Source: an optimization exercise on an open RTL-to-GDS flow (aim: small area and a short achievable clock period). Production flows keep margins and buffers that such runs may drop.

==> 07-28 <==
==> flow/design.v (excerpt) <==
module dected_codec (
    input  wire        clk,
    input  wire        rst_n,
    input  wire        enc_valid,
    input  wire [63:0] enc_data,
    output wire        enc_out_valid,
    output wire [63:0] enc_out_data,
    output wire [14:0] enc_out_check,
    input  wire        dec_valid,
    input  wire [63:0] dec_data,
    input  wire [14:0] dec_check,
    output wire        dec_out_valid,
    output wire [63:0] dec_out_data,
    output wire [14:0] dec_out_check,
    output wire [1:0]  dec_out_corr,
    output wire        dec_out_ue
);
clock: 13.5 ns
lec_check: 0
cap_margin: 20
core_margin: 2
core_utilization: 56
cts_cluster_diameter: 60
cts_cluster_size: 16
place_density: 0.68
slew_margin: 20
tns_end_percent: 0
buffer_ports_args: -buffer_cell sky130_fd_sc_hd__buf_1
setup_slack_margin: 9.0
cts_buf_list: sky130_fd_sc_hd__clkbuf_8
standard.sh (not shown) runs the stock make flow with config.mk's settings and CLKGATE_MAP_FILE= SYNTH_SCRIPT=/design/flow/synth_recipe.tcl, a recipe that flattens the netlist after the stock synthesis.
==> flow/flow/run.sh <==
#!/bin/bash
# Own flow: the standard layout (standard.sh, unchanged synthesis) with
# extra ORFS settings: small port buffers, timing repair aimed below the
# clock period, and smaller clock buffers.  The ORFS tools log to
# orfs/logs/ and standard.log; this script's own output goes to run.log.
set -e
exec > >(tee run.log) 2>&1
cat >> "$FLOW_CONFIG" <<EOC
export BUFFER_PORTS_ARGS = -buffer_cell sky130_fd_sc_hd__buf_1
export SETUP_SLACK_MARGIN = 9.0
export CTS_BUF_LIST = sky130_fd_sc_hd__clkbuf_8
EOC
bash standard.sh > standard.log 2>&1
==> 06-23: changes against 07-28 <==
--- a/flow/flow/run.sh
+++ b/flow/flow/run.sh
@@ -7,7 +7,7 @@
 exec > >(tee run.log) 2>&1
 cat >> "$FLOW_CONFIG" <<EOC
 export BUFFER_PORTS_ARGS = -buffer_cell sky130_fd_sc_hd__buf_1
-export SETUP_SLACK_MARGIN = 9.0
-export CTS_BUF_LIST = sky130_fd_sc_hd__clkbuf_8
+export SETUP_SLACK_MARGIN = 9.7
+export CTS_BUF_LIST = sky130_fd_sc_hd__clkbuf_8 sky130_fd_sc_hd__clkbuf_16
 EOC
 bash standard.sh > standard.log 2>&1
CORE_UTILIZATION = 50   (was 56)
CTS_BUF_LIST = sky130_fd_sc_hd__clkbuf_8 sky130_fd_sc_hd__clkbuf_16   (was sky130_fd_sc_hd__clkbuf_8)
PLACE_DENSITY = 0.65   (was 0.68)
SETUP_SLACK_MARGIN = 9.7   (was 9.0)
==> 04-02: changes against 07-28 <==
--- a/flow/flow/run.sh
+++ b/flow/flow/run.sh
@@ -7,7 +7,7 @@
 exec > >(tee run.log) 2>&1
 cat >> "$FLOW_CONFIG" <<EOC
 export BUFFER_PORTS_ARGS = -buffer_cell sky130_fd_sc_hd__buf_1
-export SETUP_SLACK_MARGIN = 9.0
+export SETUP_SLACK_MARGIN = 9.3
 export CTS_BUF_LIST = sky130_fd_sc_hd__clkbuf_8
 EOC
 bash standard.sh > standard.log 2>&1
SETUP_SLACK_MARGIN = 9.3   (was 9.0)
==> 05-07: changes against 07-28 <==
--- a/flow/flow/run.sh
+++ b/flow/flow/run.sh
@@ -7,7 +7,7 @@
 exec > >(tee run.log) 2>&1
 cat >> "$FLOW_CONFIG" <<EOC
 export BUFFER_PORTS_ARGS = -buffer_cell sky130_fd_sc_hd__buf_1
-export SETUP_SLACK_MARGIN = 9.0
-export CTS_BUF_LIST = sky130_fd_sc_hd__clkbuf_8
+export SETUP_SLACK_MARGIN = 9.5
+export CTS_BUF_LIST = sky130_fd_sc_hd__clkbuf_8 sky130_fd_sc_hd__clkbuf_16
 EOC
 bash standard.sh > standard.log 2>&1
CORE_UTILIZATION = 50   (was 56)
CTS_BUF_LIST = sky130_fd_sc_hd__clkbuf_8 sky130_fd_sc_hd__clkbuf_16   (was sky130_fd_sc_hd__clkbuf_8)
PLACE_DENSITY = 0.65   (was 0.68)
SETUP_SLACK_MARGIN = 9.5   (was 9.0)
==> summary of the runs <==
Routed wire length: 04-02 < 07-28 < 05-07 < 06-23.
In 04-02 the via count is smaller than in 05-07, by 0.40%.
Core utilization: 05-07 < 07-28 < 06-23 < 04-02.
Against 05-07, the worst setup slack of 06-23 is higher by 0.13 ns.
No run of this note included a check of the RTL's function; only the layout flow was run.

## separate check: timing with driven ports
How much do the figures lean on ideal ports? The routed layouts below were timed once more, with nothing changed but the port constraints. Step 1 sets driving cells, clkbuf_16 on the clock port and buf_2 on the other inputs (assumed; they add their load-dependent delay and slew). Step 2 moves the port delays by t, midway between the first and last clock arrival at a register: inputs arrive t later, outputs are due t later. That takes back most of the time a late clock gives input paths. Slacks: ideal ports / drivers / drivers and shift; pairs: ideal ports / drivers.
run | t (ns) | slack for setup (ns) | worst register clock-pin slew, ns
07-28 | 0.675 | 8.923 / 8.924 / 8.267 | 0.11 / 0.11
06-23 | 0.625 | 9.589 / 9.610 / 8.995 | 0.07 / 0.07
04-02 | 0.601 | 9.234 / 9.252 / 8.651 | 0.10 / 0.10
05-07 | 0.627 | 9.463 / 9.444 / 8.817 | 0.07 / 0.07
After both steps every run listed still meets setup and hold. The setup slack of 07-28, which loses most, moves by +0.001 ns with the drivers and by -0.656 ns with both steps.
